This is an optimization exercise on Yosys and OpenROAD, whose aim is small area, a short achievable clock period and few clock cycles, not a production implementation. The RTL was checked by simulation tests, not by an equivalence proof against the original design.

## design/flow/run.sh

```bash
#!/bin/bash
# synth_recipe.tcl (not shown) runs the flow's synth.tcl, then flattens the netlist and writes it again
# the make line also repeats each setting of config.mk as NAME=value (left out here)
make -C /OpenROAD-flow-scripts/flow DESIGN_CONFIG=/design/flow/config.mk WORK_HOME=/design/flow/orfs CLKGATE_MAP_FILE= SYNTH_SCRIPT=/design/flow/synth_recipe.tcl finish
```

## design/flow/config.mk

```make
export PLATFORM = sky130hd
export DESIGN_NAME = leg_mix
export DESIGN_NICKNAME = leg_mix
export VERILOG_FILES = /design/flow/design.v
export SDC_FILE = /design/flow/constraint.sdc
export NUM_CORES = 4
export LEC_CHECK = 0
export CAP_MARGIN = 20
export CORE_MARGIN = 2
export CORE_UTILIZATION = 55
export PLACE_DENSITY = 0.65
export SETUP_SLACK_MARGIN = 5
export SLEW_MARGIN = 20
export SYNTH_MEMORY_MAX_BITS = 16384
```

## design/flow/constraint.sdc

```tcl
create_clock -name core_clock -period 15.0 [get_ports {clk}]
set_input_delay 3.0000 -clock core_clock [delete_from_list [all_inputs] [get_ports {clk}]]
set_output_delay 3.0000 -clock core_clock [all_outputs]
set_load 0.01 [all_outputs]
```

## design/flow/design.v

```verilog
module leg_mix (
    input  wire         clk,
    input  wire         rst,
    input  wire         in_valid,
    output wire         in_ready,
    input  wire [4:0]   in_k,          
    input  wire [7:0]   in_outgain,    
    input  wire         in_out16,      
    input  wire [127:0] in_gain,       
    input  wire [31:0]  in_fade,       
    input  wire [511:0] in_mix,        
    output reg          out_valid,
    output reg  [23:0]  out_sample
);
    localparam integer QD = 10;           
    localparam [31:0] F_ONE  = 32'h3f800000,
                      F_075  = 32'h3f400000,
                      F_M075 = 32'hbf400000;
    reg [1:0]   g_cnt;
    reg [64:0]  gb0, gb1;
    wire        g_pop;
    wire        g_push;
    reg         ib_full;
    reg         ib_first;
    reg [15:0]  ib_mask;       
    reg [4:0]   k_r;
    reg [7:0]   og_r;
    reg         o16_r;
    reg [127:0] gain_r;
    reg [31:0]  fade_r;
    reg [511:0] mix_r;
    wire        stall;
    reg  [7:0]  sel_code;
    reg  [1:0]  sel_fade;
    reg  [31:0] sel_mix;
    reg         d2_v, d2_last;
    wire [15:0] sel      = ib_mask & (~ib_mask + 16'd1);
    wire        ib_last  = ((ib_mask & ~sel) == 16'd0);
    wire        sel_fading = (sel_fade != 2'd0);
    wire [1:0]  g_cnt_nx = g_cnt + {1'b0, g_push} - {1'b0, g_pop};
    wire        a_go     = ~stall & ~(sel_fading & g_cnt_nx[1]);
    wire        a_take   = ib_full & a_go;
    assign in_ready = ~ib_full | (ib_last & a_go);
    wire        accept   = in_valid & in_ready;
    reg  [15:0] in_act;
    integer s;
    always @(*)
        for (s = 0; s < 16; s = s + 1)
            in_act[s] = (in_gain[8*s +: 8] != 8'd0) && (in_fade[2*s +: 2] != 2'd3)
                     && (in_mix[32*s+23 +: 8] != 8'd0)
                     && !((in_fade[2*s +: 2] == 2'd2) && (in_k == 5'd23));
    always @(*) begin
        sel_code = 8'd0;
        sel_fade = 2'd0;
        sel_mix  = 32'd0;
        for (s = 0; s < 16; s = s + 1) begin
            sel_code = sel_code | (gain_r[8*s +: 8] & {8{sel[s]}});
            sel_fade = sel_fade | (fade_r[2*s +: 2] & {2{sel[s]}});
            sel_mix  = sel_mix  | (mix_r[32*s +: 32] & {32{sel[s]}});
        end
    end
    wire [31:0] sel_lin;
    wire [31:0] w_in, w_out;
    lm_gain_rom   u_gain_rom (.code(sel_code), .lin(sel_lin));
    lm_weight_rom u_w_rom    (.k(k_r), .w_in(w_in), .w_out(w_out));
    always @(posedge clk) begin
        if (rst) begin
            ib_full <= 1'b0;
        end else if (accept) begin
            ib_full <= 1'b1;
        end else if (a_take && ib_last) begin
            ib_full <= 1'b0;
        end
        if (accept) begin
            ib_first <= 1'b1;
            ib_mask  <= in_act;
            k_r      <= in_k;
            og_r     <= in_outgain;
            o16_r    <= in_out16;
            gain_r   <= in_gain;
            fade_r   <= in_fade;
            mix_r    <= in_mix;
        end else if (a_take) begin
            ib_first <= 1'b0;
            ib_mask  <= ib_mask & ~sel;
        end
    end
    reg         a_v, a_first, a_last, a_fading, a_o16;
    reg [7:0]   a_og;
    reg [31:0]  a_lin, a_w, a_mix;
    always @(posedge clk) begin
        if (rst)
            a_v <= 1'b0;
        else if (!stall)
            a_v <= a_take;
        if (!stall) begin
            a_first  <= ib_first;
            a_last   <= ib_last;
            a_fading <= a_take & sel_fading;
            a_lin    <= sel_lin;
            a_w      <= (sel_fade == 2'd1) ? w_in : w_out;
            a_mix    <= sel_mix;       
            a_og     <= og_r;
            a_o16    <= o16_r;
        end
    end
    wire [31:0] c_gw_m;
    wire        mx_fade = a_v & a_fading;
    assign      g_pop   = ~mx_fade & (g_cnt != 2'd0);
    lm_fmul2 u_mx (.clk(clk), .en(~stall), .a(mx_fade ? a_lin : gb0[31:0]),
                   .b(mx_fade ? a_w : gb0[63:32]), .y(c_gw_m));
    reg         c1_v, c1_first, c1_last, c1_fading, c1_o16;
    reg [7:0]   c1_og;
    reg [31:0]  c1_lin, c1_mix;
    reg         c2_v, c2_first, c2_last, c2_fading, c2_o16;
    reg [7:0]   c2_og;
    reg [31:0]  c2_lin, c2_mix;
    always @(posedge clk) begin
        if (rst) begin
            c1_v <= 1'b0;
            c2_v <= 1'b0;
        end else if (!stall) begin
            c1_v <= a_v;
            c2_v <= c1_v;
        end
        if (!stall) begin
            c1_first <= a_first;  c1_last <= a_last;  c1_fading <= a_fading;
            c1_o16   <= a_o16;    c1_og   <= a_og;    c1_lin    <= a_lin;
            c1_mix   <= a_mix;
            c2_first <= c1_first; c2_last <= c1_last; c2_fading <= c1_fading;
            c2_o16   <= c1_o16;   c2_og   <= c1_og;   c2_lin    <= c1_lin;
            c2_mix   <= c1_mix;
        end
    end
    wire [31:0] c2_gw = c2_fading ? c_gw_m : c2_lin;
    wire [31:0] d_p;
    lm_fmul2 u_m1 (.clk(clk), .en(~stall), .a(c2_gw), .b(c2_mix), .y(d_p));
    reg         d1_v, d1_first, d1_last, d1_o16;
    reg [7:0]   d1_og;
    reg         d2_first, d2_o16;
    reg [7:0]   d2_og;
    always @(posedge clk) begin
        if (rst) begin
            d1_v <= 1'b0;
            d2_v <= 1'b0;
        end else if (!stall) begin
            d1_v <= c2_v;
            d2_v <= d1_v;
        end
        if (!stall) begin
            d1_first <= c2_first; d1_last <= c2_last; d1_o16 <= c2_o16; d1_og <= c2_og;
            d2_first <= d1_first; d2_last <= d1_last; d2_o16 <= d1_o16; d2_og <= d1_og;
        end
    end
    reg  [31:0] acc;
    wire [31:0] sum;
    lm_fadd u_acc (.a(acc), .b(d_p), .y(sum));
    wire [31:0] acc_next = d2_first ? ((d_p[30:23] == 8'd0) ? 32'd0 : d_p) : sum;
    wire [31:0] og_lin;
    lm_gain_rom u_og_rom (.code(d2_og), .lin(og_lin));
    assign g_push = d2_v & d2_last;
    wire [64:0] g_new = {d2_o16, og_lin, acc_next};
    always @(posedge clk) begin
        if (rst)
            g_cnt <= 2'd0;
        else if (!stall)
            g_cnt <= g_cnt_nx;
        if (!stall) begin
            if (d2_v)
                acc <= acc_next;
            if (g_pop)
                gb0 <= (g_cnt == 2'd2) ? gb1 : g_new;
            else if (g_cnt == 2'd0)
                gb0 <= g_new;
            if ((g_cnt == 2'd2) || (g_cnt == 2'd1 && !g_pop))
                gb1 <= g_new;
        end
    end
    wire [31:0] g_y = c_gw_m;
    reg         g1_v, g1_o16, g2_v, g2_o16;
    always @(posedge clk) begin
        if (rst) begin
            g1_v <= 1'b0;
            g2_v <= 1'b0;
        end else if (!stall) begin
            g1_v <= g_pop;
            g2_v <= g1_v;
        end
        if (!stall) begin
            g1_o16 <= gb0[64];
            g2_o16 <= g1_o16;
        end
    end
    localparam integer QW = 4;               
    reg [31:0]   q_y   [0:QD-1];
    reg [QD-1:0] q_o16;
    reg [QD-1:0] q_clip;
    reg          zr_v;
    reg  [31:0]  zr;
    reg [QW-1:0] q_wp, q_rp;
    reg [QW:0]   q_n;
    wire        q_full  = (q_n == QD);
    wire        q_empty = (q_n == 0);
    assign stall = g2_v & q_full;
    wire        q_push = g2_v & ~q_full;
    wire        g_clip = ({1'b0, g_y[30:0]} > F_075);
    wire        q_pop  = ~q_empty & (~q_clip[q_rp] | zr_v);
    wire        zr_use = q_pop & q_clip[q_rp];
    reg [QW-1:0] cf_idx [0:QD-1];
    reg [QW-1:0] cf_wp, cf_rp;
    reg [QW:0]   cf_n;
    wire         cf_pop;
    wire         p_byp;       
    wire         cf_push = q_push & g_clip & ~p_byp;
    wire         zw;
    wire [31:0]  zw_val;
    integer qi;
    always @(posedge clk) begin
        if (rst) begin
            q_wp  <= 0;
            q_rp  <= 0;
            q_n   <= 0;
            cf_wp <= 0;
            cf_rp <= 0;
            cf_n  <= 0;
            zr_v  <= 1'b0;
        end else begin
            if (q_push)
                q_wp <= (q_wp == QD - 1) ? 0 : q_wp + 1'b1;
            if (q_pop)
                q_rp <= (q_rp == QD - 1) ? 0 : q_rp + 1'b1;
            q_n <= q_n + q_push - q_pop;
            if (cf_push)
                cf_wp <= (cf_wp == QD - 1) ? 0 : cf_wp + 1'b1;
            if (cf_pop)
                cf_rp <= (cf_rp == QD - 1) ? 0 : cf_rp + 1'b1;
            cf_n <= cf_n + cf_push - cf_pop;
            if (zw)
                zr_v <= 1'b1;
            else if (zr_use)
                zr_v <= 1'b0;
        end
        if (zw)
            zr <= zw_val;
        for (qi = 0; qi < QD; qi = qi + 1) begin
            if (q_push && q_wp == qi) begin
                q_y[qi]    <= g_y;
                q_o16[qi]  <= g2_o16;
                q_clip[qi] <= g_clip;
            end
        end
        if (cf_push)
            cf_idx[cf_wp] <= q_wp;
    end
    localparam integer DIV_R = 4;
    localparam integer DIV_C = (25 + DIV_R - 1) / DIV_R;
    localparam [1:0] P_IDLE = 2'd0, P_T = 2'd1, P_D = 2'd2, P_S = 2'd3;
    reg  [1:0]  p_st;
    reg         p_selD;        
    reg  [31:0] p_y;
    reg  [QW-1:0] p_idx;
    reg  [31:0] t_u;           
    reg  [31:0] t_d;           
    assign cf_pop = (p_st == P_IDLE) & (cf_n != 0);
    assign p_byp  = (p_st == P_IDLE) & (cf_n == 0) & q_push & g_clip;
    wire [31:0] ta_y;
    lm_fadd u_tadd (.a(p_selD ? F_ONE : {1'b0, p_y[30:0]}), .b(p_selD ? t_u : F_M075), .y(ta_y));
    wire [25:0] dp_rem;
    wire [23:0] dp_dv;
    wire [25:0] dp_dv3;
    wire [9:0]  dp_e;
    lm_fdiv_prep u_dprep (.a(t_u), .b(t_d), .rem(dp_rem), .dv(dp_dv), .dv3(dp_dv3), .e(dp_e));
    reg         s_v, s_sign;
    reg  [QW-1:0] s_idx;
    reg  [25:0] s_rem;
    reg  [23:0] s_dv;
    reg  [25:0] s_dv3;
    reg  [9:0]  s_e;
    localparam V_IDLE = 1'b0, V_DIV = 1'b1;
    reg         v_st;
    reg  [3:0]  v_cnt;
    reg         v_sign;
    reg  [QW-1:0] v_idx;
    wire        v_last  = (v_st == V_DIV) && (v_cnt == DIV_C - 1);
    reg         v_zout;    
    wire        zr_free = ~zr_v | zr_use;
    wire        v_zgo   = v_zout & zr_free;
    wire        v_free  = v_zgo | ((v_st == V_IDLE) & ~v_zout);
    wire        p_direct = (p_st == P_S) & ~s_v & v_free;
    wire        v_take  = (s_v | p_direct) & v_free;
    wire        s_free  = ~s_v | v_take;
    wire        p_send  = (p_st == P_S) & s_free;
    wire        s_load  = p_send & ~p_direct;
    wire [31:0] div_y;
    lm_fdiv #(.R(DIV_R)) u_div (.clk(clk), .load(v_take), .run(v_st == V_DIV),
                                .rem0(s_v ? s_rem : dp_rem), .dv0(s_v ? s_dv : dp_dv),
                                .dv30(s_v ? s_dv3 : dp_dv3), .e0(s_v ? s_e : dp_e), .y(div_y));
    wire [30:0] z_abs;
    lm_zadd u_zadd (.v(div_y[30:0]), .z(z_abs));
    assign zw     = v_zgo;
    assign zw_val = {v_sign, z_abs};
    always @(posedge clk) begin
        if (rst) begin
            p_st   <= P_IDLE;
            p_selD <= 1'b0;
            s_v    <= 1'b0;
            v_st   <= V_IDLE;
            v_zout <= 1'b0;
        end else begin
            p_selD <= (p_st == P_T);
            case (p_st)
                P_IDLE:  if (cf_n != 0 || p_byp) p_st <= P_T;
                P_T:     p_st <= P_D;
                P_D:     p_st <= P_S;
                default: if (s_free) p_st <= P_IDLE;
            endcase
            if (s_load)
                s_v <= 1'b1;
            else if (v_take)
                s_v <= 1'b0;
            if (v_last)
                v_zout <= 1'b1;
            else if (v_zgo)
                v_zout <= 1'b0;
            if (v_take)
                v_st <= V_DIV;
            else if (v_last)
                v_st <= V_IDLE;
        end
        v_cnt <= (v_st == V_DIV && !v_take) ? v_cnt + 4'd1 : 4'd0;
        if (cf_pop) begin
            p_y   <= q_y[cf_idx[cf_rp]];
            p_idx <= cf_idx[cf_rp];
        end else if (p_byp) begin
            p_y   <= g_y;
            p_idx <= q_wp;
        end
        if (p_st == P_T)
            t_u <= {ta_y[31], ta_y[30:23] + 8'd2, ta_y[22:0]};    
        if (p_st == P_D)
            t_d <= ta_y;
        if (s_load) begin
            s_sign <= p_y[31];
            s_idx  <= p_idx;
            s_rem  <= dp_rem;
            s_dv   <= dp_dv;
            s_dv3  <= dp_dv3;
            s_e    <= dp_e;
        end
        if (v_take) begin
            v_sign <= s_v ? s_sign : p_y[31];
            v_idx  <= s_v ? s_idx : p_idx;
        end
    end
    reg         f_v, f_o16;
    reg  [31:0] f_val;
    always @(posedge clk) begin
        if (rst)
            f_v <= 1'b0;
        else
            f_v <= q_pop;
        f_o16 <= q_o16[q_rp];
        f_val <= q_clip[q_rp] ? zr : q_y[q_rp];
    end
    reg  [31:0] fin;
    reg  [24:0] ival;
    reg  [24:0] sval;
    reg  [8:0]  rsh;
    reg  [23:0] mant;
    reg  [49:0] ext;
    always @(*) begin
        fin  = f_val;
        mant = {1'b1, fin[22:0]};
        rsh  = 9'd150 - (f_o16 ? 9'd15 : 9'd23) - {1'b0, fin[30:23]};
        ext  = {mant, 26'd0} >> rsh[4:0];
        if (fin[30:23] == 8'd0 || rsh > 9'd25)
            ival = 25'd0;
        else
            ival = {1'b0, ext[49:26]}
                 + {24'd0, ext[25] & ((ext[24:0] != 25'd0) || ext[26])};
        if (f_o16) begin
            if (ival > 25'd32767 && !fin[31])
                ival = 25'd32767;
        end else begin
            if (ival > 25'd8388607 && !fin[31])
                ival = 25'd8388607;
        end
        sval = fin[31] ? (25'd0 - ival) : ival;
    end
    always @(posedge clk) begin
        if (rst)
            out_valid <= 1'b0;
        else
            out_valid <= f_v;
        out_sample <= sval[23:0];
    end
endmodule
module lm_add #(parameter W = 28) (
    input  wire [W-1:0] a,
    input  wire [W-1:0] b,
    input  wire         cin,
    output reg  [W-1:0] s,
    output reg          cout
);
    reg [W:0] p0, g, p, gn, pn;
    integer i, d;
    always @(*) begin
        g  = {a, cin} & {b, cin};
        p0 = {a, cin} ^ {b, cin};
        p  = p0;
        for (d = 1; d < W + 1; d = d * 2) begin
            gn = g;
            pn = p;
            for (i = d; i < W + 1; i = i + 1) begin
                gn[i] = g[i] | (p[i] & g[i-d]);
                pn[i] = p[i] & p[i-d];
            end
            g = gn;
            p = pn;
        end
        s    = p0[W:1] ^ g[W-1:0];
        cout = g[W];
    end
endmodule
module lm_mul24 (
    input  wire [23:0] a,
    input  wire [23:0] b,
    output wire [47:0] p
);
    wire [26:0]  bx = {2'b00, b, 1'b0};
    wire [12:0]  neg;
    wire [623:0] rows;           
    genvar j;
    generate
        for (j = 0; j < 13; j = j + 1) begin : g_pp
            wire [2:0]  dg  = bx[2*j +: 3];
            wire        one = dg[0] ^ dg[1];
            wire        two = (dg == 3'b011) | (dg == 3'b100);
            wire [24:0] sel = ({25{one}} & {1'b0, a}) | ({25{two}} & {a, 1'b0});
            assign neg[j] = dg[2];
            wire [25:0] r26 = {~neg[j], sel ^ {25{neg[j]}}};
            if (j == 0) begin : g0
                assign rows[47:0] = {22'd0, r26};
            end else begin : gj
                wire [49:0] wide = {24'd0, r26, 1'b0, neg[j-1]} << (2 * j - 2);
                assign rows[48*j +: 48] = wide[47:0];
            end
        end
    endgenerate
    localparam [47:0] OFFS = 48'h000002000000 + 48'h000008000000 + 48'h000020000000
                           + 48'h000080000000 + 48'h000200000000 + 48'h000800000000
                           + 48'h002000000000 + 48'h008000000000 + 48'h020000000000
                           + 48'h080000000000 + 48'h200000000000 + 48'h800000000000;
    localparam [47:0] KCON = 48'd0 - OFFS;
    wire [47:0] r13 = KCON;
    function [95:0] csa;
        input [47:0] x, y, z;
        begin
            csa[47:0]  = x ^ y ^ z;
            csa[95:48] = ((x & y) | (x & z) | (y & z)) << 1;
        end
    endfunction
    wire [47:0] r0  = rows[0*48 +: 48],  r1  = rows[1*48 +: 48],  r2  = rows[2*48 +: 48];
    wire [47:0] r3  = rows[3*48 +: 48],  r4  = rows[4*48 +: 48],  r5  = rows[5*48 +: 48];
    wire [47:0] r6  = rows[6*48 +: 48],  r7  = rows[7*48 +: 48],  r8  = rows[8*48 +: 48];
    wire [47:0] r9  = rows[9*48 +: 48],  r10 = rows[10*48 +: 48], r11 = rows[11*48 +: 48];
    wire [47:0] r12 = rows[12*48 +: 48];
    wire [95:0] l1a = csa(r0, r1, r2);
    wire [95:0] l1b = csa(r3, r4, r5);
    wire [95:0] l1c = csa(r6, r7, r8);
    wire [95:0] l1d = csa(r9, r10, r11);
    wire [95:0] l2a = csa(l1a[47:0], l1a[95:48], l1b[47:0]);
    wire [95:0] l2b = csa(l1b[95:48], l1c[47:0], l1c[95:48]);
    wire [95:0] l2c = csa(l1d[47:0], l1d[95:48], r12);
    wire [95:0] l3a = csa(l2a[47:0], l2a[95:48], l2b[47:0]);
    wire [95:0] l3b = csa(l2b[95:48], l2c[47:0], l2c[95:48]);
    wire [95:0] l4a = csa(l3a[47:0], l3a[95:48], l3b[47:0]);
    wire [95:0] l5a = csa(l4a[47:0], l4a[95:48], l3b[95:48]);
    wire [95:0] l6a = csa(l5a[47:0], l5a[95:48], r13);
    wire        p_co;
    lm_add #(48) u_fa (.a(l6a[47:0]), .b(l6a[95:48]), .cin(1'b0), .s(p), .cout(p_co));
endmodule
module lm_fmul2 (
    input  wire        clk,
    input  wire        en,
    input  wire [31:0] a,
    input  wire [31:0] b,
    output reg  [31:0] y
);
    wire [47:0] prod;
    lm_mul24 u_m (.a({1'b1, a[22:0]}), .b({1'b1, b[22:0]}), .p(prod));
    reg  [47:22] p_r;      
    reg         st_r;      
    reg  [8:0]  e_r;       
    reg         s_r;
    reg         z_r;
    always @(posedge clk) begin
        if (en) begin
            p_r  <= prod[47:22];
            st_r <= |prod[21:0];
            e_r <= {1'b0, a[30:23]} + {1'b0, b[30:23]} - 9'd127;
            s_r <= a[31] ^ b[31];
            z_r <= (a[30:23] == 8'd0) || (b[30:23] == 8'd0);
        end
    end
    reg  [22:0] frac;
    reg         guard;
    reg         sticky;
    reg  [8:0]  e;
    wire [23:0] rnd;
    lm_add #(23) u_ri (.a(frac), .b(23'd0), .cin(guard & (sticky | frac[0])), .s(rnd[22:0]), .cout(rnd[23]));
    always @(*) begin
        if (p_r[47]) begin
            frac   = p_r[46:24];
            guard  = p_r[23];
            sticky = p_r[22] | st_r;
            e      = e_r + 9'd1;
        end else begin
            frac   = p_r[45:23];
            guard  = p_r[22];
            sticky = st_r;
            e      = e_r;
        end
    end
    wire [8:0] e_f = rnd[23] ? e + 9'd1 : e;
    always @(posedge clk) begin
        if (en)
            y <= z_r ? {s_r, 31'd0} : {s_r, e_f[7:0], rnd[22:0]};
    end
endmodule
module lm_lzc25 (
    input  wire [24:0] x,
    output wire [4:0]  n
);
    wire [31:0] v = {x, 7'h7f};
    reg  [15:0] z1; reg [15:0] c1;
    reg  [7:0]  z2; reg [15:0] c2;
    reg  [3:0]  z3; reg [11:0] c3;
    reg  [1:0]  z4; reg [7:0]  c4;
    reg         z5; reg [4:0]  c5;
    integer i;
    always @(*) begin
        for (i = 0; i < 16; i = i + 1) begin
            z1[i] = ~v[31-2*i] & ~v[30-2*i];
            c1[i] = ~v[31-2*i];
        end
        for (i = 0; i < 8; i = i + 1) begin
            z2[i]       = z1[2*i] & z1[2*i+1];
            c2[2*i +: 2] = z1[2*i] ? {1'b1, c1[2*i+1]} : {1'b0, c1[2*i]};
        end
        for (i = 0; i < 4; i = i + 1) begin
            z3[i]        = z2[2*i] & z2[2*i+1];
            c3[3*i +: 3] = z2[2*i] ? {1'b1, c2[4*i+2 +: 2]} : {1'b0, c2[4*i +: 2]};
        end
        for (i = 0; i < 2; i = i + 1) begin
            z4[i]        = z3[2*i] & z3[2*i+1];
            c4[4*i +: 4] = z3[2*i] ? {1'b1, c3[6*i+3 +: 3]} : {1'b0, c3[6*i +: 3]};
        end
        c5 = z4[0] ? {1'b1, c4[7:4]} : {1'b0, c4[3:0]};
    end
    assign n = c5;
endmodule
module lm_fadd (
    input  wire [31:0] a,
    input  wire [31:0] b,
    output reg  [31:0] y
);
    wire        sa = a[31];
    wire        sb = b[31];
    wire [7:0]  ea = a[30:23];
    wire [7:0]  eb = b[30:23];
    wire        za = (ea == 8'd0);
    wire        zb = (eb == 8'd0);
    wire [23:0] ma = {1'b1, a[22:0]};
    wire [23:0] mb = {1'b1, b[22:0]};
    wire        sub = sa ^ sb;
    wire [8:0]  dab;
    wire [7:0]  dba;
    lm_add #(9) u_dab (.a({1'b0, ea}), .b(~{1'b0, eb}), .cin(1'b1), .s(dab), .cout());
    lm_add #(8) u_dba (.a(eb), .b(~ea), .cin(1'b1), .s(dba), .cout());
    wire        a_ge = ~dab[8];
    wire [23:0] mbig = a_ge ? ma : mb;
    wire [23:0] msml = a_ge ? mb : ma;
    wire [7:0]  ebig = a_ge ? ea : eb;
    wire        sbig = a_ge ? sa : sb;
    wire        d0   = (ea == eb);
    wire        d1   = (dab[7:0] == 8'd1) | (dba == 8'd1);
    wire        near = sub & (d0 | d1);
    reg  [26:0] sha, shb;      
    reg         sta, stb;
    always @(*) begin
        if (dba >= 8'd27) begin
            sha = 27'd0;
            sta = 1'b1;
        end else begin
            sha = {ma, 3'b000} >> dba[4:0];
            sta = |({ma, 3'b000} & ((27'd1 << dba[4:0]) - 27'd1));
        end
        if (dab[7:0] >= 8'd27) begin
            shb = 27'd0;
            stb = 1'b1;
        end else begin
            shb = {mb, 3'b000} >> dab[4:0];
            stb = |({mb, 3'b000} & ((27'd1 << dab[4:0]) - 27'd1));
        end
    end
    wire [26:0] sh = a_ge ? {shb[26:1], shb[0] | stb} : {sha[26:1], sha[0] | sta};
    wire [27:0] fsum;
    lm_add #(28) u_fs (.a({1'b0, mbig, 3'b000}), .b({1'b0, sh} ^ {28{sub}}), .cin(sub),
                       .s(fsum), .cout());
    reg  [26:0] fnorm;
    reg  [1:0]  fsel;      
    always @(*) begin
        if (fsum[27]) begin
            fnorm = {fsum[27:2], fsum[1] | fsum[0]};
            fsel  = 2'd2;
        end else if (fsum[26]) begin
            fnorm = fsum[26:0];
            fsel  = 2'd1;
        end else begin
            fnorm = {fsum[25:0], 1'b0};
            fsel  = 2'd0;
        end
    end
    wire [23:0] frnd;
    wire        fco;
    lm_add #(24) u_fr (.a(fnorm[26:3]), .b(24'd0),
                       .cin(fnorm[2] & (fnorm[1] | fnorm[0] | fnorm[3])), .s(frnd), .cout(fco));
    wire [7:0]  ebm1 = ebig - 8'd1;
    wire [7:0]  ebp1 = ebig + 8'd1;
    wire [7:0]  ebp2 = ebig + 8'd2;
    reg  [7:0]  fe;
    always @(*) begin
        case ({fsel, fco})
            3'b000:  fe = ebm1;
            3'b001:  fe = ebig;
            3'b010:  fe = ebig;
            3'b011:  fe = ebp1;
            3'b100:  fe = ebp1;
            default: fe = ebp2;
        endcase
    end
    wire [31:0] far_y = {sbig, fe, frnd[22:0]};
    wire [24:0] nx  = d0 ? {ma, 1'b0} : {mbig, 1'b0};
    wire [24:0] ny  = d0 ? {mb, 1'b0} : {1'b0, msml};
    wire [24:0] dxy, dyx;
    wire        cxy;
    lm_add #(25) u_nxy (.a(nx), .b(~ny), .cin(1'b1), .s(dxy), .cout(cxy));
    lm_add #(25) u_nyx (.a(ny), .b(~nx), .cin(1'b1), .s(dyx), .cout());
    wire        nneg = ~cxy;
    wire [24:0] nd  = nneg ? dyx : dxy;
    wire        nsgn = d0 ? (nneg ? sb : sa) : sbig;
    wire        nzero = (nd == 25'd0);
    wire [4:0]  lz;
    lm_lzc25 u_lz (.x(nd), .n(lz));
    wire [24:0] nnorm = nd << lz;
    wire [23:0] nr0;
    wire        nco;
    lm_add #(24) u_nr (.a(nd[24:1]), .b(24'd0), .cin(nd[0] & nd[1]), .s(nr0), .cout(nco));
    wire        nl0 = nd[24];                  
    wire [7:0]  eblz;
    lm_add #(8) u_elz (.a(ebig), .b(~{3'd0, lz}), .cin(1'b1), .s(eblz), .cout());
    wire [7:0]  ne  = nl0 ? (nco ? ebp1 : ebig) : eblz;
    wire [22:0] nm  = nl0 ? nr0[22:0] : nnorm[23:1];
    wire [31:0] near_y = nzero ? 32'd0 : {nsgn, ne, nm};
    always @(*) begin
        if (za && zb)
            y = {sa & sb, 31'd0};
        else if (za)
            y = b;
        else if (zb)
            y = a;
        else if (near)
            y = near_y;
        else
            y = far_y;
    end
endmodule
module lm_fdiv_prep (
    input  wire [31:0] a,
    input  wire [31:0] b,
    output wire [25:0] rem,
    output wire [23:0] dv,
    output wire [25:0] dv3,
    output wire [9:0]  e
);
    wire [23:0] ma = {1'b1, a[22:0]};
    wire [23:0] mb = {1'b1, b[22:0]};
    wire        lt = ma < mb;
    assign dv  = mb;
    assign dv3 = {2'b00, mb} + {1'b0, mb, 1'b0};
    assign rem = lt ? {1'b0, ma, 1'b0} : {2'b00, ma};
    assign e   = {2'b00, a[30:23]} - {2'b00, b[30:23]} + 10'd127 - (lt ? 10'd1 : 10'd0);
endmodule
module lm_fdiv #(parameter R = 4) (
    input  wire        clk,
    input  wire        load,
    input  wire        run,
    input  wire [25:0] rem0,
    input  wire [23:0] dv0,
    input  wire [25:0] dv30,
    input  wire [9:0]  e0,
    output wire [31:0] y
);
    localparam integer C = (25 + R - 1) / R;    
    localparam integer Q = C * R;               
    localparam integer S = R / 2;               
    reg [25:0]  rem;       
    reg [23:0]  dv;
    reg [25:0]  dv3;       
    reg [Q-1:0] q;
    reg [9:0]   e;
    wire [25:0] xs   [0:S];      
    wire [2*S-1:0] qb;
    assign xs[0] = rem;
    genvar k;
    generate
        for (k = 0; k < S; k = k + 1) begin : g_st
            wire [26:0] x = {xs[k], 1'b0};
            wire [26:0] t1, t2, t3;
            wire        c1, c2, c3;
            lm_add #(27) u_s1 (.a(x), .b(~{3'd0, dv}),       .cin(1'b1), .s(t1), .cout(c1));
            lm_add #(27) u_s2 (.a(x), .b(~{2'd0, dv, 1'b0}), .cin(1'b1), .s(t2), .cout(c2));
            lm_add #(27) u_s3 (.a(x), .b(~{1'b0, dv3}),      .cin(1'b1), .s(t3), .cout(c3));
            wire [26:0] r = c3 ? t3 : c2 ? t2 : c1 ? t1 : x;
            assign qb[2*S-1-2*k -: 2] = {c2, c3 | (c1 & ~c2)};
            assign xs[k+1] = {r[24:0], 1'b0};
        end
    endgenerate
    wire        g   = q[Q-25];
    wire        stk = (rem != 26'd0) || ((Q > 25) ? (|(q & ((1 << (Q - 25)) - 1))) : 1'b0);
    wire [24:0] rnd;
    lm_add #(24) u_r (.a(q[Q-1:Q-24]), .b(24'd0), .cin(g & (stk | q[Q-24])), .s(rnd[23:0]),
                      .cout(rnd[24]));
    wire [9:0]  ef  = rnd[24] ? e + 10'd1 : e;
    assign y = {1'b0, ef[7:0], rnd[22:0]};
    always @(posedge clk) begin
        if (load) begin
            dv  <= dv0;
            dv3 <= dv30;
            rem <= rem0;
            e   <= e0;
        end else if (run) begin
            q   <= {q[Q-1-R:0], qb};
            rem <= xs[S];
        end
    end
endmodule
module lm_zadd (
    input  wire [30:0] v,
    output wire [30:0] z
);
    wire [7:0]  sd = 8'd128 - v[30:23];        
    reg  [26:0] sh;
    reg         st;
    always @(*) begin
        if (sd >= 8'd27) begin
            sh = 27'd0;
            st = 1'b1;
        end else begin
            sh = {1'b1, v[22:0], 3'b000} >> sd[4:0];
            st = |({1'b1, v[22:0], 3'b000} & ((27'd1 << sd[4:0]) - 27'd1));
        end
        sh[0] = sh[0] | st;
    end
    wire [27:0] sum = {4'b0110, 24'd0} + {1'b0, sh};
    wire [26:0] nrm = sum[27] ? {sum[27:2], sum[1] | sum[0]} : sum[26:0];
    wire [23:0] rnd;
    wire        co;
    lm_add #(24) u_r (.a(nrm[26:3]), .b(24'd0), .cin(nrm[2] & (nrm[1] | nrm[0] | nrm[3])),
                      .s(rnd), .cout(co));
    wire [7:0]  e = (sum[27] | co) ? 8'd127 : 8'd126;
    assign z = {e, rnd[22:0]};
endmodule
module lm_gain_rom (
    input  wire [7:0]  code,
    output reg  [31:0] lin
);
    always @(*) begin
        case (code)
            8'h00: lin = 32'h00000000;
            8'h01: lin = 32'h3a2f33cd;
            8'h02: lin = 32'h3a399570;
            8'h03: lin = 32'h3a44948c;
            8'h04: lin = 32'h3a503a77;
            8'h05: lin = 32'h3a5c9112;
            8'h06: lin = 32'h3a69a2d7;
            8'h07: lin = 32'h3a777ada;
            8'h08: lin = 32'h3a83126f;
            8'h09: lin = 32'h3a8ad6a8;
            8'h0a: lin = 32'h3a9310b1;
            8'h0b: lin = 32'h3a9bc784;
            8'h0c: lin = 32'h3aa50287;
            8'h0d: lin = 32'h3aaec98e;
            8'h0e: lin = 32'h3ab924e5;
            8'h0f: lin = 32'h3ac41d56;
            8'h10: lin = 32'h3acfbc31;
            8'h11: lin = 32'h3adc0b51;
            8'h12: lin = 32'h3ae91528;
            8'h13: lin = 32'h3af6e4c6;
            8'h14: lin = 32'h3b02c2f2;
            8'h15: lin = 32'h3b0a8276;
            8'h16: lin = 32'h3b12b782;
            8'h17: lin = 32'h3b1b690d;
            8'h18: lin = 32'h3b249e76;
            8'h19: lin = 32'h3b2e5f8f;
            8'h1a: lin = 32'h3b38b49f;
            8'h1b: lin = 32'h3b43a669;
            8'h1c: lin = 32'h3b4f3e37;
            8'h1d: lin = 32'h3b5b85e0;
            8'h1e: lin = 32'h3b6887cf;
            8'h1f: lin = 32'h3b764f0e;
            8'h20: lin = 32'h3b8273a6;
            8'h21: lin = 32'h3b8a2e77;
            8'h22: lin = 32'h3b925e89;
            8'h23: lin = 32'h3b9b0ace;
            8'h24: lin = 32'h3ba43aa2;
            8'h25: lin = 32'h3badf5d1;
            8'h26: lin = 32'h3bb8449c;
            8'h27: lin = 32'h3bc32fc3;
            8'h28: lin = 32'h3bcec08a;
            8'h29: lin = 32'h3bdb00c0;
            8'h2a: lin = 32'h3be7facc;
            8'h2b: lin = 32'h3bf5b9b0;
            8'h2c: lin = 32'h3c02248a;
            8'h2d: lin = 32'h3c09daac;
            8'h2e: lin = 32'h3c1205c6;
            8'h2f: lin = 32'h3c1aacc8;
            8'h30: lin = 32'h3c23d70a;
            8'h31: lin = 32'h3c2d8c52;
            8'h32: lin = 32'h3c37d4dd;
            8'h33: lin = 32'h3c42b965;
            8'h34: lin = 32'h3c4e4329;
            8'h35: lin = 32'h3c5a7bf1;
            8'h36: lin = 32'h3c676e1e;
            8'h37: lin = 32'h3c7524ac;
            8'h38: lin = 32'h3c81d59f;
            8'h39: lin = 32'h3c898712;
            8'h3a: lin = 32'h3c91ad39;
            8'h3b: lin = 32'h3c9a4efc;
            8'h3c: lin = 32'h3ca373af;
            8'h3d: lin = 32'h3cad2314;
            8'h3e: lin = 32'h3cb76563;
            8'h3f: lin = 32'h3cc24350;
            8'h40: lin = 32'h3ccdc614;
            8'h41: lin = 32'h3cd9f773;
            8'h42: lin = 32'h3ce6e1c6;
            8'h43: lin = 32'h3cf49003;
            8'h44: lin = 32'h3d0186e2;
            8'h45: lin = 32'h3d0933ac;
            8'h46: lin = 32'h3d1154e1;
            8'h47: lin = 32'h3d19f169;
            8'h48: lin = 32'h3d231090;
            8'h49: lin = 32'h3d2cba15;
            8'h4a: lin = 32'h3d36f62b;
            8'h4b: lin = 32'h3d41cd81;
            8'h4c: lin = 32'h3d4d494a;
            8'h4d: lin = 32'h3d597345;
            8'h4e: lin = 32'h3d6655c3;
            8'h4f: lin = 32'h3d73fbb4;
            8'h50: lin = 32'h3d813856;
            8'h51: lin = 32'h3d88e078;
            8'h52: lin = 32'h3d90fcbf;
            8'h53: lin = 32'h3d99940e;
            8'h54: lin = 32'h3da2adad;
            8'h55: lin = 32'h3dac5156;
            8'h56: lin = 32'h3db68738;
            8'h57: lin = 32'h3dc157fb;
            8'h58: lin = 32'h3dcccccd;
            8'h59: lin = 32'h3dd8ef67;
            8'h5a: lin = 32'h3de5ca15;
            8'h5b: lin = 32'h3df367bf;
            8'h5c: lin = 32'h3e00e9f9;
            8'h5d: lin = 32'h3e088d77;
            8'h5e: lin = 32'h3e10a4d3;
            8'h5f: lin = 32'h3e1936ec;
            8'h60: lin = 32'h3e224b06;
            8'h61: lin = 32'h3e2be8d7;
            8'h62: lin = 32'h3e361887;
            8'h63: lin = 32'h3e40e2bb;
            8'h64: lin = 32'h3e4c509b;
            8'h65: lin = 32'h3e586bd9;
            8'h66: lin = 32'h3e653ebb;
            8'h67: lin = 32'h3e72d424;
            8'h68: lin = 32'h3e809bcc;
            8'h69: lin = 32'h3e883aa8;
            8'h6a: lin = 32'h3e904d1c;
            8'h6b: lin = 32'h3e98da02;
            8'h6c: lin = 32'h3ea1e89b;
            8'h6d: lin = 32'h3eab8097;
            8'h6e: lin = 32'h3eb5aa1a;
            8'h6f: lin = 32'h3ec06dc3;
            8'h70: lin = 32'h3ecbd4b4;
            8'h71: lin = 32'h3ed7e89b;
            8'h72: lin = 32'h3ee4b3b6;
            8'h73: lin = 32'h3ef240e2;
            8'h74: lin = 32'h3f004dce;
            8'h75: lin = 32'h3f07e80b;
            8'h76: lin = 32'h3f0ff59a;
            8'h77: lin = 32'h3f187d50;
            8'h78: lin = 32'h3f21866c;
            8'h79: lin = 32'h3f2b1896;
            8'h7a: lin = 32'h3f353bef;
            8'h7b: lin = 32'h3f3ff911;
            8'h7c: lin = 32'h3f4b5918;
            8'h7d: lin = 32'h3f5765ac;
            8'h7e: lin = 32'h3f642905;
            8'h7f: lin = 32'h3f71adf9;
            8'h80: lin = 32'h3f800000;
            8'h81: lin = 32'h3f8795a0;
            8'h82: lin = 32'h3f8f9e4d;
            8'h83: lin = 32'h3f9820d7;
            8'h84: lin = 32'h3fa12478;
            8'h85: lin = 32'h3faab0d5;
            8'h86: lin = 32'h3fb4ce08;
            8'h87: lin = 32'h3fbf84a6;
            8'h88: lin = 32'h3fcaddc8;
            8'h89: lin = 32'h3fd6e30d;
            8'h8a: lin = 32'h3fe39ea9;
            8'h8b: lin = 32'h3ff11b6a;
            8'h8c: lin = 32'h3fff64c1;
            8'h8d: lin = 32'h40074368;
            8'h8e: lin = 32'h400f4735;
            8'h8f: lin = 32'h4017c496;
            8'h90: lin = 32'h4020c2bf;
            8'h91: lin = 32'h402a4952;
            8'h92: lin = 32'h40346063;
            8'h93: lin = 32'h403f1082;
            8'h94: lin = 32'h404a62c2;
            8'h95: lin = 32'h405660bd;
            8'h96: lin = 32'h406314a0;
            8'h97: lin = 32'h40708933;
            8'h98: lin = 32'h407ec9e1;
            default: lin = 32'h00000000;
        endcase
    end
endmodule
module lm_weight_rom (
    input  wire [4:0]  k,
    output reg  [31:0] w_in,
    output reg  [31:0] w_out
);
    always @(*) begin
        case (k)
            5'd0: begin w_in = 32'h3d2aaaab; w_out = 32'h3f755555; end
            5'd1: begin w_in = 32'h3daaaaab; w_out = 32'h3f6aaaab; end
            5'd2: begin w_in = 32'h3e000000; w_out = 32'h3f600000; end
            5'd3: begin w_in = 32'h3e2aaaab; w_out = 32'h3f555555; end
            5'd4: begin w_in = 32'h3e555555; w_out = 32'h3f4aaaab; end
            5'd5: begin w_in = 32'h3e800000; w_out = 32'h3f400000; end
            5'd6: begin w_in = 32'h3e955555; w_out = 32'h3f355555; end
            5'd7: begin w_in = 32'h3eaaaaab; w_out = 32'h3f2aaaab; end
            5'd8: begin w_in = 32'h3ec00000; w_out = 32'h3f200000; end
            5'd9: begin w_in = 32'h3ed55555; w_out = 32'h3f155555; end
            5'd10: begin w_in = 32'h3eeaaaab; w_out = 32'h3f0aaaab; end
            5'd11: begin w_in = 32'h3f000000; w_out = 32'h3f000000; end
            5'd12: begin w_in = 32'h3f0aaaab; w_out = 32'h3eeaaaab; end
            5'd13: begin w_in = 32'h3f155555; w_out = 32'h3ed55555; end
            5'd14: begin w_in = 32'h3f200000; w_out = 32'h3ec00000; end
            5'd15: begin w_in = 32'h3f2aaaab; w_out = 32'h3eaaaaab; end
            5'd16: begin w_in = 32'h3f355555; w_out = 32'h3e955555; end
            5'd17: begin w_in = 32'h3f400000; w_out = 32'h3e800000; end
            5'd18: begin w_in = 32'h3f4aaaab; w_out = 32'h3e555555; end
            5'd19: begin w_in = 32'h3f555555; w_out = 32'h3e2aaaab; end
            5'd20: begin w_in = 32'h3f600000; w_out = 32'h3e000000; end
            5'd21: begin w_in = 32'h3f6aaaab; w_out = 32'h3daaaaab; end
            5'd22: begin w_in = 32'h3f755555; w_out = 32'h3d2aaaab; end
            5'd23: begin w_in = 32'h3f800000; w_out = 32'h00000000; end
            default: begin w_in = 32'h00000000; w_out = 32'h00000000; end
        endcase
    end
endmodule
```

==> out/qor.yml, run 1 <==
hold_path:
  hold_end: "c2_lin[19]"
  min_from: "c1_lin[19]"
  min_path_cells: 0
  min_path_type: "reg2reg"
global_route:
  grt-ovfl-total: 0
  grt_antenna_before_repair: 71
  grt_first_pass_wirelength_mm: 896.8
  grt_max_degree: 175
  grt_pass1_vias: 135600
  track_usage_pct: 39.23
sta:
  setup_violations: 0
  relSlewSlack_pct: 18.27
  layout_min_cycle_time_ns: 9.761
  skew_ns: 0.08979
  fmax_mhz: 102.5
  worstMarginPinSlew_ns: 1.221
  finalHoldViolCount: 0
  tns_ns: 0
  timing_max_transition_violations_final: 0
  grt_setup_unrepaired: "yes"
  period_share_pct: 65.07
worst_setup_path:
  arrival_ns: 10.41
  crit_path_end_kind: "flip-flop"
  r2r_start: "acc[27]"
  reg2reg_slack_ns: 5.24
  path_class: "reg2reg"
  cpMostUsedCell: "a21o_1"
  cp_slowest_cell: "or4_4"
  critPathMaxFanout: 51
  ff2ff_path_depth: 33
  slowest_delay_ns: 0.69
  start_kind: "flip-flop"
  r2r_end: "gb0[15]"
  cp.required_ns: 15.65
clock_tree:
  clock_latency_ns: 0.95
  clockRootBuffer: "clkbuf_16"
  cts.clk_slew.worst_paths_ns: 0.06
  cts_buffers: 225
  cts.path.max_buffers: 4
  cts_hold_buf: 0
  cts-htree-levels: 4
  cts_sinks: 2098
  cts_tree: "built"
synthesis:
  syn_nets: 18940
  synth_area_um2: 164700
  synth_ff_type: "edfxtp_1"
  synth_top_family_by_area: "compound AO/OA/AOI/OAI gates"
  synth_compound_area_share_pct: 20.91
  muxShareOfSynthArea_pct: 4.972
  synthXorXnorAreaFrac_pct: 6.023
  ys_async_sr_fraction_pct: 0
  avgSynthCellArea_um2: 9.770
  synth_cells: 16860
  synthSimpleGateAreaFrac_pct: 12.46
  ys_types: 139
  ys_seq_area_share_pct: 37.30
  synth-edff-count: 1941
  synthAdderAreaFrac_pct: 12.95
  yosysWarnings: 18
  synth.ff_latch_count: 2098
place:
  gp_congestion: 1.057
  place_hpwl_mm: 449.4
  dpl.cell_count: 20730
  io_buffers: 714
routing:
  drtAntennaViolNets: 0
  vias: 143300
  drt-wirelength-per-cell_um: 28.95
  drt-initial-drc-count: 20520
  vias_per_cell: 6.748
  drc_errors: 0
  dr.pass1.iters: 13
  routed_wirelength_mm: 615.0
floorplan:
  io_pins: 715
  fp.dieH_um: 551.2
  core_area_um2: 297300
  die_w_um: 551.2
  rows: 200
  die_area_um2: 303800
  start_util_pct: 55.40
cells_and_area:
  nets: 19150
  area_delta_synth_final_pct: 11.94
  fillers: 25080
  drive_above_1_share_pct: 8.664
  register_area_um2: 61440
  multi_input_area_um2: 95780
  fin_cells: 21240
status:
  status: "timing/DRC/antenna clean"
flow_run:
  maxCapViolations: 0
-- worst max-delay path by stage --
stage | start | endpoint | slack, ns | depth (start not counted)
final | acc[27] | gb0[15] | 5.24 | 33
after global routing | u_div.dv[1] | u_div.rem[10] | 4.86 | 42
after CTS | u_m1.y[24] | gb0[30] | 4.99 | 35
after detailed placement | u_m1.y[25] | gb0[30] | 3.40 | 34
after global placement | u_m1.y[24] | gb0[30] | 3.60 | 34
after floorplan | ib_mask[0] | ib_mask[5] | 5.63 | 16
-- sequential cells by signal (all words and copies together), names as in the netlist, 28 cells and up, named ones only --
register  cells
t_u          32
c1_mix       32
u_div.q      28
t_d          31
q_y         320
fade_r       32
gb0          62
gain_r      128
c1_lin       29
og_lin       29
c2_lin       29
p_y          32
gb1          62
f_val        32
cf_idx       40
mix_r       512
a_mix        32
u_mx.y       32
a_lin        29
acc          32
u_m1.y       32
c2_mix       32
-- cells by family (layout without fill, tap and decap cells) --
kind of cell / after synthesis / in the layout
xor+xnor: 1125 / 1125
compound gates: 4923 / 4928
mux: 649 / 649
fa+ha+maj: 1396 / 1396
simple gates: 4394 / 4395
flops: 2098 / 2098
other cells: 0 / 48
buf+inv: 2271 / 2664
-- repair_timing --
item / 4_1_cts / 5_1_grt
setup buffers: 14 / 30
cloned: 4 / 2
endpoints found under the setup margin: 186 / 127
resized for setup: 62 / 136
pin swaps: 6 / 17
-- routing by layer --
layer	GRT usage (%)	up-vias	part of all wire, %
li1	-	63390	-
met1	51.31	69190	38
met2	60.22	9020	44
met3	9.413	1709	11
met4	21.16	40	6.3
met5	0	-	0.047
-- stage by stage --
stage               cell area, µm²  utilization, %  hold WS, ns  setup slack, ns
floorplan                   164700               -       0.3855            5.628
global placement            175600           59.07       0.3986            3.598
detailed placement          175600           59.07       0.4045            3.403
CTS                         183400           61.70       0.3862            4.990
global route                184300           61.99       0.3755            4.863
finish                      184400           62.01       0.3753            5.239
-- final cells by class --
| cell class | count | share of cell area [%] |
|---|---|---|
| Sequential cell | 2098 | 33.33 |
| Tap cell | 3939 | 2.673 |
| Clock buffer | 275 | 3.229 |
| Multi-Input combinational cell | 12490 | 51.95 |
| Timing Repair Buffer | 1112 | 5.628 |
| Inverter | 1137 | 2.345 |
| Clock inverter | 140 | 0.7812 |
| Antenna cell | 48 | 0.06516 |
-- synthesized netlist by cell type, types with 338 or more instances --
cell type | count | area (µm²)
edfxtp_1 | 1941 | 58290
nand2_1 | 1496 | 5615
nor2_1 | 1150 | 4317
inv_1 | 1109 | 4163
a21oi_1 | 958 | 4795
xnor2_1 | 905 | 7926
ha_1 | 880 | 11010
clkbuf_1 | 876 | 3288
o21ai_0 | 821 | 4109
a22oi_1 | 634 | 4760
fa_1 | 515 | 10310
nand3_1 | 359 | 1797
nor3_1 | 338 | 1692
-- worst max-delay path, delay by kind of cell, from the launching register on --
family	cells	cell delay (ns)
flip-flops	1	0.49
AND/OR/NAND/NOR	7	2.20
adder cells (fa/ha/maj)	3	1.14
buffers and inverters	1	0.29
multiplexers	2	0.59
AO/OA/AOI/OAI	19	4.45
XOR/XNOR	1	0.28
-- cell usage in the layout (no fill, tap or decap), types with 63 or more instances in the layout --
master,n
xnor2_1,897
fa_1,515
nand2b_1,118
mux4_2,110
dfxtp_1,153
o21a_1,98
a31oi_1,208
mux2_2,238
a22oi_1,633
a221oi_1,117
a221o_1,176
o31ai_1,86
buf_4,370
mux2i_1,286
nor2b_1,117
a211oi_1,180
clkdlybuf4s50_1,713
o21bai_1,63
nand4_1,85
nor2_1,1120
inv_1,1101
edfxtp_1,1941
a21oi_1,944
clkbuf_16,228
o22ai_1,118
or3_1,94
nand2_1,1487
a22o_1,207
and2_1,93
a222oi_1,160
xor2_1,210
nor4_1,133
and3_1,135
nor3_1,328
ha_1,867
o21ai_0,806
nand3_1,357
a21o_1,246
o211ai_1,162
Testbench counts, summed over its fixed seeds: cycles 11,879.
==> run 2, diff against run 1 <==
--- a/design/flow/config.mk
+++ b/design/flow/config.mk
@@ -7,8 +7,7 @@
 export LEC_CHECK = 0
 export CAP_MARGIN = 20
 export CORE_MARGIN = 2
-export CORE_UTILIZATION = 55
-export PLACE_DENSITY = 0.65
+export CORE_UTILIZATION = 40
 export SETUP_SLACK_MARGIN = 5
 export SLEW_MARGIN = 20
 export SYNTH_MEMORY_MAX_BITS = 16384
==> run 2 against run 1 <==
Synthesized area did not move. Largest cell class unchanged. Global-route usage shrank 10 points. Flip-flop and latch count unchanged. Still clean. Critical path type is now reg2out. Die area rose by 37%. Synthesized cell count stayed put. Clock skew rose by 0.080 ns. Design area is 1.4% higher.
==> out/qor.yml, run 2 <==
synthesis:
  synth_cells: 16860
  yosysWarnings: 18
  synth_top_area_share_pct: 35.39
  yosysTopAreaCell: "edfxtp_1"
  avgSynthCellArea_um2: 9.770
  synth_area_leaders: "edfxtp_1, ha_1, fa_1"
  synth_area_um2: 164700
  ys_types: 139
  synth.ff_latch_count: 2098
  ys_seq_area_share_pct: 37.30
  syn_nets: 18940
  ys_async_sr_fraction_pct: 0
  synth_ff_type: "edfxtp_1"
  netlist_top_cells_count: "edfxtp_1, nand2_1, nor2_1"
  synth-edff-count: 1941
  synth_most_common_cell: "edfxtp_1"
global_route:
  grt_antenna_before_repair: 66
  grt-ovfl-total: 0
  track_usage_pct: 28.97
  grt_pass1_vias: 135200
  grt_first_pass_wirelength_mm: 915.4
  grt_max_degree: 175
floorplan:
  fp.dieH_um: 645.7
  core_area_um2: 409900
  die_area_um2: 416900
  start_util_pct: 40.18
  die_w_um: 645.7
  rows: 235
  io_pins: 715
routing:
  vias_per_cell: 6.215
  routed_wirelength_mm: 629.2
  drc_errors: 0
  drt-wirelength-per-cell_um: 27.57
  dr.pass1.iters: 8
  vias: 141900
  drt-initial-drc-count: 17710
  drtAntennaViolNets: 0
clock_tree:
  cts.path.max_buffers: 4
  clockRootBuffer: "clkbuf_16"
  cts.clk_slew.worst_paths_ns: 0.06
  cts-htree-levels: 4
  cts_buffers: 228
  cts_hold_buf: 0
  clock_latency_ns: 1.02
  cts_sinks: 2098
  cts_tree: "built"
sta:
  skew_ns: 0.1702
  relSlewSlack_pct: 18.00
  setup_violations: 0
  finalHoldViolCount: 0
  fmax_mhz: 102.7
  tns_ns: 0
  timing_max_transition_violations_final: 0
  whs_ns: 0.3732
  period_share_pct: 64.92
  grt_setup_unrepaired: "yes"
  layout_min_cycle_time_ns: 9.737
  worstMarginPinSlew_ns: 1.219
cells_and_area:
  register_area_um2: 61440
  area_delta_synth_final_pct: 13.48
  drive_above_1_share_pct: 9.158
  final_common_cell: "edfxtp_1"
  regMostFlops: "mix_r"
  fin_cells: 22820
  fillers: 38940
  largest_reg_flops: 512
  nets: 19210
  final_core_util_pct: 45.60
  reg_top3: "mix_r: 512 flops, q_y: 320 flops, gain_r: 128 flops"
  multi_input_area_um2: 95860
  layout_common_cells: "edfxtp_1, nand2_1, nor2_1"
worst_setup_path:
  path_class: "reg2out"
  crit_path_end_kind: "output port"
  critPathMaxFanout: 43
  cp.required_ns: 12.00
  arrival_ns: 6.74
  start_kind: "flip-flop"
place:
  place_hpwl_mm: 459.4
  dpl.cell_count: 22240
  gp_congestion: 1.008
  io_buffers: 714
status:
  status: "timing/DRC/antenna clean"
flow_run:
  maxCapViolations: 0
hold_path:
  min_path_type: "reg2reg"
-- run 2: cell counts after synthesis --
No cell type changed its count.
-- run 2: repair_timing --
item                       4_1_cts  5_1_grt
gates cloned                     3        3
setup endpoints to repair      154      115
resized for setup               71      174
pin swaps                        6       32
buffers inserted                10       85
-- run 2: worst max-delay path, stage by stage, from the launching register on --
cell and delay [ns]:
edfxtp_1 0.52, nor4_1 0.57, nand2_1 0.29, or2_1 0.41
or4_1 0.64, or4_1 0.66, nor4b_4 0.44, buf_4 0.68
a221o_1 0.28, nor2_1 0.12, o21ai_0 0.27, o21ai_1 0.13
clkdlybuf4s50_1 0.71
-- run 2: per-layer routing --
layer  share of wire, %  vias up  GRT usage [%]
li1                   -    63500              -
met1                 40    69400          37.87
met2                 46     7568          46.67
met3                9.1     1359          5.419
met4                5.1       30          12.92
met5              0.033        -              0
-- run 2: area by class of cell --
type | instances | area share [%]
multi-input combinational | 12490 | 51.29
sequential | 2098 | 32.87
timing repair buffer | 1170 | 5.804
tap | 5451 | 3.649
clock buffer | 273 | 3.181
inverter | 1137 | 2.317
clock inverter | 149 | 0.8121
antenna | 54 | 0.07230
-- run 2: stage by stage --
stage	area (µm²)	setup WS, ns
global placement	177500	3.095
finish	186900	5.263
CTS	185300	4.992
global route	186800	4.905
floorplan	164700	5.628
detailed placement	177500	3.451
-- run 2: final timing paths --
check | start | end | slack [ns] | cells after the start
worst min register to register | og_lin[25] | gb1[57] | 0.37 | 0
worst min-delay path | og_lin[25] | gb1[57] | 0.37 | 0
worst max-delay path | ib_mask[2] | in_ready | 5.26 | 12
worst max register to register | u_m1.y[26] | gb0[30] | 5.40 | 42
-- run 2: kinds of logic after synthesis --
family / after synthesis / share of synthesized area (%)
AOI/OAI and AO/OA: 4923 / 20.91
muxes: 649 / 4.973
buffers and inverters: 2271 / 5.374
DFF: 2098 / 37.30
adders and majority gates: 1396 / 12.95
and+or+nand+nor: 4394 / 12.46
xor gates and xnor gates: 1125 / 6.023
==> run 3, diff against run 2 <==
==> design/flow/flow/run.sh (new file) <==
#!/bin/bash
# The standard layout, with the smallest plain buffer on every port instead of
# the delay buffer buffer_ports picks by default. make's output goes to
# standard_flow.log here; ORFS's own step logs stay under orfs/logs.
set -euo pipefail
export BUFFER_PORTS_ARGS="-buffer_cell sky130_fd_sc_hd__buf_1"
bash standard.sh > standard_flow.log 2>&1
==> design/flow/standard.sh (new file) <==
#!/bin/bash
# synth_recipe.tcl (not shown) runs the flow's synth.tcl, then flattens the netlist and writes it again
# the make line also repeats each setting of config.mk as NAME=value (left out here)
make -C /OpenROAD-flow-scripts/flow DESIGN_CONFIG=/design/flow/config.mk WORK_HOME=/design/flow/orfs CLKGATE_MAP_FILE= SYNTH_SCRIPT=/design/flow/synth_recipe.tcl "${@:-finish}"
removed: design/flow/run.sh
==> run 3 against run 2 <==
Global-route usage fell by 0.25 points. Non-clock buffer count fell by 35. Critical path depth rose by 19. Critical path type is now reg2reg. Sequential share of layout area rose by 0.85 points.
==> out/qor.yml, run 3 <==
hold_path:
  min_from: "w_out[0]"
  min_path_type: "reg2reg"
  min_path_cells: 0
  hold_end: "a_w[0]"
synthesis:
  ys_async_sr_fraction_pct: 0
  synthXorXnorAreaFrac_pct: 6.023
  netlist_top_cells_count: "edfxtp_1, nand2_1, nor2_1"
  synth_area_um2: 164700
  ys_seq_area_share_pct: 37.30
  muxShareOfSynthArea_pct: 4.972
  synth-edff-count: 1941
  synthSimpleGateAreaFrac_pct: 12.46
  synth.ff_latch_count: 2098
  avgSynthCellArea_um2: 9.770
  synth_top_area_share_pct: 35.39
  synthAdderAreaFrac_pct: 12.95
  ys_types: 139
  synth_top_family_by_area: "compound AO/OA/AOI/OAI gates"
  synth_most_common_cell: "edfxtp_1"
  synth_ff_type: "edfxtp_1"
  synth_cells: 16860
  syn_nets: 18940
  synth_compound_area_share_pct: 20.91
  synth_area_leaders: "edfxtp_1, ha_1, fa_1"
  yosysTopAreaCell: "edfxtp_1"
  yosysWarnings: 18
global_route:
  grt-ovfl-total: 0
  track_usage_pct: 28.72
  grt_antenna_before_repair: 72
  grt_pass1_vias: 134900
  grt_first_pass_wirelength_mm: 909.4
  grt_max_degree: 183
routing:
  drc_errors: 0
  drt-wirelength-per-cell_um: 27.38
  drt-initial-drc-count: 18530
  drtAntennaViolNets: 0
  routed_wirelength_mm: 623.6
  vias: 142000
  vias_per_cell: 6.234
  dr.pass1.iters: 9
place:
  dpl_worst_slack_ns: 3.704
  gp_congestion: 1.017
  io_buffers: 714
  place_hpwl_mm: 455.8
sta:
  relSlewSlack_pct: 16.30
  layout_min_cycle_time_ns: 9.590
  skew_ns: 0.1715
  whs_ns: 0.4040
  tns_ns: 0
  worstMarginPinSlew_ns: 1.254
  layout_setup_ws_ns: 5.410
  grt_setup_unrepaired: "yes"
  timing_max_transition_violations_final: 0
  setup_violations: 0
  period_share_pct: 63.93
  finalHoldViolCount: 0
  fmax_mhz: 104.3
cells_and_area:
  largest_reg_flops: 512
  reg_top3: "mix_r: 512 flops, q_y: 320 flops, gain_r: 128 flops"
  fillers: 39550
  layout_common_cells: "edfxtp_1, nand2_1, nor2_1"
  final_common_cell: "edfxtp_1"
  final_core_util_pct: 44.44
  regMostFlops: "mix_r"
  drive_above_1_share_pct: 8.895
  nets: 19180
  area_delta_synth_final_pct: 10.61
worst_setup_path:
  start_kind: "flip-flop"
  reg2reg_slack_ns: 5.41
  cp_slowest_cell: "nor4_2"
  critPathMaxFanout: 45
  r2r_end: "gb0[30]"
  path_class: "reg2reg"
  arrival_ns: 10.30
  crit_path_end_kind: "flip-flop"
  slowest_delay_ns: 0.78
  ff2ff_path_depth: 31
  r2r_start: "u_m1.y[26]"
  cp.required_ns: 15.71
clock_tree:
  cts.path.max_buffers: 4
  cts-htree-levels: 4
  cts.clk_slew.worst_paths_ns: 0.07
  clock_latency_ns: 1.01
  cts_buffers: 227
  cts_tree: "built"
  clockRootBuffer: "clkbuf_16"
  cts_sinks: 2098
floorplan:
  core_area_um2: 409900
  die_area_um2: 416900
  io_pins: 715
  die_w_um: 645.7
  start_util_pct: 40.18
  fp.dieH_um: 645.7
  rows: 235
status:
  status: "timing/DRC/antenna clean"
flow_run:
  maxCapViolations: 0
==> run 3: cell count changes in the layout (fill, tap and decap cells not counted), moves of 7 or more <==
cell / delta
buf_1: +713
clkdlybuf4s50_1: -713
buf_4: -34
diode_2: -11
clkbuf_1: +10
o21ai_1: -9
clkinv_1: -8
clkinvlp_4: -8
clkinv_2: -7
o21ai_0: +7
==> run 3: how the worst max path moves through the flow <==
| stage | to | cells after the start | slack, ns | startpoint |
|---|---|---|---|---|
| 2_1_floorplan | ib_mask[5] | 16 | 5.63 | ib_mask[0] |
| 3_3_place_gp | gb0[30] | 40 | 3.86 | u_m1.y[23] |
| 3_5_place_dp | gb0[30] | 40 | 3.70 | u_m1.y[23] |
| 4_1_cts | gb0[30] | 36 | 4.87 | u_m1.y[23] |
| 5_1_grt | gb0[30] | 32 | 4.88 | u_m1.y[28] |
| 6_report | gb0[30] | 31 | 5.41 | u_m1.y[26] |
==> run 3: layer usage <==
layer	GRT usage [%]	share of wire, %
met3	5.136	9.2
met5	0	0.018
met1	37.71	40
met2	46.05	46
met4	13.24	5.4
==> run 3: cell families after synthesis <==
group | after synthesis
buffers and inverters | 2271
adder cells (fa/ha/maj) | 1396
XOR/XNOR | 1125
flip-flops | 2098
AND/OR/NAND/NOR | 4394
multiplexers | 649
AO/OA/AOI/OAI | 4923
==> run 3: what timing repair did <==
item | 4_1_cts | 5_1_grt
cloned | 1 | 5
hold buffers | 0 | 0
hold endpoints to repair | 0 | 0
pin swaps | 4 | 19
buffers inserted | 8 | 54
resized for setup | 48 | 163
setup endpoints to repair | 144 | 136
==> run 3: worst max-delay path: cells and delay by family, from the launching register on <==
family	cells	cell delay, ns
compound gates	12	3.32
xor+xnor	1	0.16
buf+inv	5	1.01
fa+ha+maj	3	1.18
simple gates	9	2.85
flops	1	0.46
mux	1	0.27
==> run 3: metrics by stage <==
step                std cells  cell area (µm²)
CTS                     22670           180900
floorplan               16860           164700
global route            22750           182100
global placement        22240           173000
detailed placement      22240           173000
finish                  22770           182200
==> run 3: cell type report <==
type / instances / area (µm²) / area share [%]
Antenna cell: 43 / 107.6 / 0.05907
Inverter: 1137 / 4319 / 2.371
Timing Repair Buffer: 1135 / 6152 / 3.377
Timing Repair inverter: 1 / 5.005 / 0.002748
Clock inverter: 131 / 1451 / 0.7968
Sequential cell: 2098 / 61440 / 33.73
Multi-Input combinational cell: 12490 / 95790 / 52.59
Clock buffer: 287 / 6071 / 3.333
Tap cell: 5451 / 6820 / 3.744

## port drivers added, routing unchanged
How much do the figures lean on ideal ports? The routed layouts below were timed once more, with nothing changed but the port constraints.
Step 1: set_driving_cell puts a clkbuf_16 on clk and a buf_2 on each other input, an assumption about the parent block.
Step 2 times the ports against the registers' clock, not the clock port: input delays grow and output delays shrink by t, the midpoint of the rising clock arrivals with the driver on.
Slacks: no drivers / after step 1 / after step 2; pairs: no drivers / after step 1.
run	t (ns)	setup WS [ns]	hold slack, ns	worst slew at a driven data input, ns	pins driven straight from the clock port
run 1	1.028	5.239 / 5.239 / 5.239	0.375 / 0.375 / 0.375	0.35	1
run 2	1.062	5.263 / 5.134 / 5.404	0.373 / 0.373 / 0.373	0.23	1
run 3	1.056	5.410 / 5.410 / 5.410	0.404 / 0.404 / 0.404	0.28	1
After both steps every run listed still meets setup and hold.
